This design comes from an exercise in tuning for small area, a short achievable clock period and few clock cycles per item on the open sky130 flow, not from production work.
Only simulation tests tie the RTL to the original design; equivalence was not proved.

<file path="flow/run.sh">
#!/bin/bash
# synth_recipe.tcl (not shown) runs the flow's synth.tcl, then flattens the netlist and writes it again
# the make line also repeats each setting of config.mk as NAME=value (left out here)
make -C /OpenROAD-flow-scripts/flow DESIGN_CONFIG=/design/flow/config.mk WORK_HOME=/design/flow/orfs CLKGATE_MAP_FILE= SYNTH_SCRIPT=/design/flow/synth_recipe.tcl finish
</file>
<file path="flow/config.mk">
export PLATFORM = sky130hd
export DESIGN_NAME = layer_blend
export DESIGN_NICKNAME = layer_blend
export VERILOG_FILES = /design/flow/design.v
export SDC_FILE = /design/flow/constraint.sdc
export NUM_CORES = 4
export LEC_CHECK = 0
export CAP_MARGIN = 20
export CORE_MARGIN = 2
export CORE_UTILIZATION = 40
export SLEW_MARGIN = 20
</file>
<file path="flow/constraint.sdc">
create_clock -name core_clock -period 95.0 [get_ports {clk}]
set_input_delay 19.0000 -clock core_clock [delete_from_list [all_inputs] [get_ports {clk}]]
set_output_delay 19.0000 -clock core_clock [all_outputs]
set_load 0.01 [all_outputs]
</file>
<file path="flow/design.v">
module layer_blend (
    input  wire        clk,
    input  wire        rst,
    input  wire        cfg_we,
    input  wire        cfg_addr,
    input  wire [31:0] cfg_wdata,
    input  wire        in_valid,
    output wire        in_ready,
    input  wire [11:0] fg_y,
    input  wire [11:0] fg_cb,
    input  wire [11:0] fg_cr,
    input  wire [10:0] fg_a,
    input  wire [11:0] key_y,
    input  wire [11:0] bg_y,
    input  wire [11:0] bg_cb,
    input  wire [11:0] bg_cr,
    output reg         out_valid,
    input  wire        out_ready,
    output reg  [11:0] out_y,
    output reg  [11:0] out_cb,
    output reg  [11:0] out_cr
);
    reg        premul;
    reg [1:0]  asrc;
    reg [10:0] galpha;
    reg        key_inv;
    reg [11:0] key_hi;
    reg [11:0] key_lo;
    always @(posedge clk) begin
        if (rst) begin
            premul  <= 1'b0;
            asrc    <= 2'b00;
            galpha  <= 11'h400;
            key_inv <= 1'b0;
            key_hi  <= 12'heb0;
            key_lo  <= 12'h100;
        end else if (cfg_we) begin
            if (cfg_addr == 1'b0) begin
                premul <= cfg_wdata[29];
                asrc   <= cfg_wdata[25:24];
                galpha <= cfg_wdata[10:0];
            end else begin
                key_inv <= cfg_wdata[31];
                key_hi  <= cfg_wdata[27:16];
                key_lo  <= cfg_wdata[11:0];
            end
        end
    end
    wire [11:0] key_range = key_hi - key_lo;
    wire [11:0] key_pos   = key_y - key_lo;
    wire [22:0] key_num   = {1'b0, key_pos, 10'd0} + {12'd0, key_range[11:1]};
    wire [22:0] key_quo   = key_num / {11'd0, key_range};
    reg  [10:0] a_key;
    always @(*) begin
        if (key_y < key_lo)
            a_key = 11'd0;
        else if (key_quo > 23'd1024)
            a_key = 11'd1024;
        else
            a_key = key_quo[10:0];
    end
    reg [10:0] a_p;
    always @(*) begin
        case (asrc)
            2'b01:   a_p = fg_a;
            2'b10:   a_p = key_inv ? (11'd1024 - a_key) : a_key;
            default: a_p = 11'd1024;
        endcase
    end
    wire [10:0] g_eff = (galpha > 11'd1024) ? 11'd1024 : galpha;
    wire [21:0] ga    = g_eff * a_p + 22'd512;
    wire [10:0] a     = ga[20:10];
    function [11:0] blend;
        input [11:0] fg;
        input [11:0] bg;
        input [11:0] p;
        input [10:0] al;
        input        pm;
        reg signed [12:0] fd;
        reg signed [12:0] bd;
        reg signed [24:0] f;
        reg signed [24:0] b;
        reg signed [24:0] o;
        begin
            fd = $signed({1'b0, fg}) - $signed({1'b0, p});
            bd = $signed({1'b0, bg}) - $signed({1'b0, p});
            f  = pm ? (fd * 25'sd1024) : (fd * $signed({1'b0, al}));
            b  = bd * $signed({1'b0, 11'd1024 - al});
            o  = ((f + b + 25'sd512) >>> 10) + $signed({13'd0, p});
            if (o < 0)
                blend = 12'd0;
            else if (o > 25'sd4095)
                blend = 12'hfff;
            else
                blend = o[11:0];
        end
    endfunction
    wire [11:0] b_y  = blend(fg_y,  bg_y,  12'd256,  a, premul);
    wire [11:0] b_cb = blend(fg_cb, bg_cb, 12'd2048, a, premul);
    wire [11:0] b_cr = blend(fg_cr, bg_cr, 12'd2048, a, premul);
    assign in_ready = !out_valid || out_ready;
    always @(posedge clk) begin
        if (rst)
            out_valid <= 1'b0;
        else if (in_ready)
            out_valid <= in_valid;
    end
    always @(posedge clk) begin
        if (in_valid && in_ready) begin
            out_y  <= b_y;
            out_cb <= b_cb;
            out_cr <= b_cr;
        end
    end
endmodule
</file>
==> results.toml <==
[outcome]
status = "finished clean"

[clock_tree]
clock_tree.root_cell = "sky130_fd_sc_hd__clkbuf_16"
htree_num_levels = 3
path_clk_slew_ns = 0.08
cts_hold_buffers = 0
tritoncts = "yes"
worst_skew_pair.late_latency_ns = 0.43
cts_num_sinks = 76
cts_buffers = 9
clockBufferDepth = 2

[synthesis]
synth_seq_cells = 76
synth_fp_nets = 8437
netlist-cell-type-count = 117
yosysWarningCount = 1
synth_top_area_share_pct = 33.92
number_of_instances_in_the_synthesized_netlist = 6678
syn-mean-instance-area_sq_um = 8.236
synth-edff-count = 36
yosys-top-cells-area = "sky130_fd_sc_hd__fa_1 34%, sky130_fd_sc_hd__ha_1 16%, sky130_fd_sc_hd__inv_1 9.5%"
synth_async_sr_flop_share_pct = 0
synth_most_common_cell = "sky130_fd_sc_hd__inv_1"
syn_std_cell_area_sq_mm = 0.05500
share_of_synthesized_area_occupied_by_flip_flops_and_latches_pct = 3.422
synthFlopType = "sky130_fd_sc_hd__dfxtp_1"
post-synth-top-area-cell = "sky130_fd_sc_hd__fa_1"
netlist_top_cells_count = "1393 x sky130_fd_sc_hd__inv_1, 932 x sky130_fd_sc_hd__fa_1, 768 x sky130_fd_sc_hd__nand2_1"

[min_path]
timing.hold.worst_endpoint = "key_lo[1]$_SDFFE_PP0P_"
launch_point_of_the_worst_hold_path = "key_lo[1]$_SDFFE_PP0P_"
worstHoldPathCells = 2
worstHoldPathType = "reg2reg"

[drt]
num_vias = 45718
route.detailed.drc = 0
total_wire_length_after_detailed_routing_um = 147200
routedWlPerCell_um = 16.55
detailed_route_iter0_violations = 2521
detailedRoute.firstPassIterationCount = 5
via_per_inst = 5.142
antenna_violating_nets_post_route = 0

[worst_setup_path]
critical_path_class = "in2reg"
critical_path.reg2reg.endpoint = "out_cb[0]$_SDFFCE_PN0P_"
timing.critical_path.arrival_ns = 90.72
worstReg2RegStart = "key_lo[8]$_SDFFE_PP1P_"
max_stage_delay_cell_worst_path = "sky130_fd_sc_hd__fa_1"
top_family_by_delay_on_critical_path = "compound AO/OA/AOI/OAI gates"
ff2ff_setup_slack_ns = 22.11
crit_path_max_incr_delay_ns = 0.58
worst_path_fanout_max = 16
critical_path.startpoint = "key_y[0]"
worst_setup_path_start_kind = "primary input"
timing.critical_path.mode_cell = "sky130_fd_sc_hd__o21a_1"
timing.critical_path.required_ns = 95.17
setup.worst_path.end_class = "flop"
reg2regPathDepth = 364
count_of_buffer_and_inverter_cells_on_the_critical_path = 30

[sta]
final_period_minus_worst_setup_slack_ns = 90.55
timing.final.setup_violations = 0
timing.final.crit_share_pct = 95.32
final-hold-violation-count = 0
worst_slew_margin_relative_to_its_limit_pct = 27.32
worst-slew-pin-transition_ns = 1.082
peak_freq_mhz = 11.04
finalWorstSetupSlack_ns = 4.448
final_max_slew_viols = 0
hold_ws_ns = 0.4573
final.setup_skew_ns = 0.02499

[cells_and_area]
net_count_final = 8848
final.fill_count = 13513
sequential_cell_area_sq_mm = 0.001886
area_delta_synth_final_pct = 14.13
fraction_of_final_layout_cells_sized_beyond_drive_strength_1_pct = 10.61
multi_input_logic_area_sq_mm = 0.04765
fin_cells = 8891
layout.cell_area.non_filler_sq_mm = 0.06277

[floorplan]
core_region_area_sq_mm = 0.1370
rows = 136
die_width_um = 374.8
die-area_sq_mm = 0.1405
boundaryPins = 171
floorplan.initialDensity_pct = 40.15
die-height_um = 374.8

[placed_design]
post_dp_cell_area_sq_mm = 0.06174
port_buffers = 164
preCtsSetupSlack_ns = -0.4730
place_hpwl_um = 122900
gpl.final_weighted_congestion = 0.8956
post-place-cells = 8848

[grt]
global_route_wire_length_before_repair_um = 246700
grt_util_all_layers_pct = 21.56
grt_max_degree = 66
first_global_vias = 47641
gr-total-overflow = 0
grt_antenna_before_repair = 17

[flow_run]
maxCapViolCount = 0
==> state kept, by name, indices dropped and copies added, names as in the netlist <==
register,flops
key_lo,12
out_y,12
out_cb,12
key_inv,1
asrc,2
key_hi,12
premul,1
galpha,11
out_cr,12
out_valid,1
==> metal layers <==
layer | global-route usage, % | share of wire, % | vias up
li1 | - | - | 22054
met1 | 29.33 | 45 | 22634
met2 | 36.99 | 48 | 858
met3 | 2.412 | 4.4 | 154
met4 | 4.352 | 1.9 | 18
met5 | 0 | 0.078 | -
==> worst register-to-register path: cells and delay by family, from the launching register on <==
kind | cells | cell delay (ns)
AOI/OAI and AO/OA | 185 | 33.23
xor gates and xnor gates | 2 | 0.32
adders and majority gates | 46 | 16.29
buffers and inverters | 28 | 3.36
DFF | 1 | 0.34
muxes | 7 | 2.33
and+or+nand+nor | 96 | 16.78
==> through the flow <==
stage / utilization (%) / setup TNS (ns)
final: 45.83 / 0
after global routing: 45.82 / -3.577
after CTS: 45.32 / 0
after detailed placement: 45.07 / -16.27
after global placement: 45.07 / 0
after floorplan: - / 0
==> worst max-delay path by stage <==
stage | endpoint | slack [ns] | cells past startpoint
3_3_place_gp | out_y[8]$_SDFFCE_PP0P_ | 0.28 | 356
5_1_grt | out_cb[3]$_SDFFCE_PN0P_ | -0.19 | 366
3_5_place_dp | out_y[8]$_SDFFCE_PP0P_ | -0.47 | 356
2_1_floorplan | out_cb[0]$_SDFFCE_PN0P_ | 2.01 | 367
4_1_cts | out_y[8]$_SDFFCE_PP0P_ | 0.07 | 358
6_report | out_cb[0]$_SDFFCE_PN0P_ | 4.45 | 360
==> cells by family (layout without fill, tap and decap cells) <==
family,count (synthesis),count (layout),share of synthesized area (%)
flip-flops,76,76,3.422
buffers and inverters,1634,2050,11.25
other,0,3,0
AND/OR/NAND/NOR,2036,2036,18.04
AO/OA/AOI/OAI,991,991,12.29
multiplexers,58,58,1.165
XOR/XNOR,256,256,4.111
adder cells (fa/ha/maj),1627,1627,49.73
==> cell type report <==
| type | count | share of cell area [%] |
|---|---|---|
| Multi-Input combinational cell | 4968 | 75.90 |
| Clock inverter | 5 | 0.08970 |
| Timing Repair Buffer | 634 | 8.607 |
| Clock buffer | 11 | 0.4385 |
| Antenna cell | 3 | 0.01196 |
| Sequential cell | 76 | 3.004 |
| Inverter | 1400 | 8.372 |
| Tap cell | 1794 | 3.576 |
==> timing repair <==
item	in CTS	in global routing
resized for setup	4	121
setup endpoints to repair	36	36
hold endpoints to repair	0	0
gates cloned	0	1
setup buffers	0	23
pin swaps	0	21
==> placed cells by master, fill, tap and decap left out, drive strengths merged, types with 90 or more instances in the layout <==
cell,netlist,final
o21ai,125,125
clkdlybuf4s50,0,164
xnor2,176,176
and2,291,291
ha,694,694
inv,1398,1402
nor2,323,323
nor3,196,196
nand2,770,770
buf,30,469
fa,932,932
a21oi,281,281
o21a,179,179
a21o,90,90
Testbench counts, summed over its fixed seeds: cycles 24,672, items 24,576.

==> port drivers added, routing unchanged <==
The flow's constraints put no driver on any port. The routed layout listed below was extracted and timed again, unchanged, in two steps. Step 1: set_driving_cell puts a clkbuf_16 on clk and a buf_2 on each other input, an assumption about the parent block. Step 2 adds t to the input delays and takes it off the output delays; t is the mean of the earliest and latest rising clock arrival at the registers after step 1. Input paths then give back, and output paths get back, about the clock's delay inside the block. a / b / c = ideal / step 1 / step 2; a / b = the first two.
t, ns: 0.477
slack for setup (ns): 4.448 / 4.482 / 4.005
worst hold slack (ns): 0.457 / 0.457 / 0.457
worst setup path after step 2: input to register
worst register clock-pin slew, ns: 0.09 / 0.09
After both steps this run still meets setup and hold. The setup slack of this run moves by +0.034 ns with the drivers and by -0.443 ns with both steps.
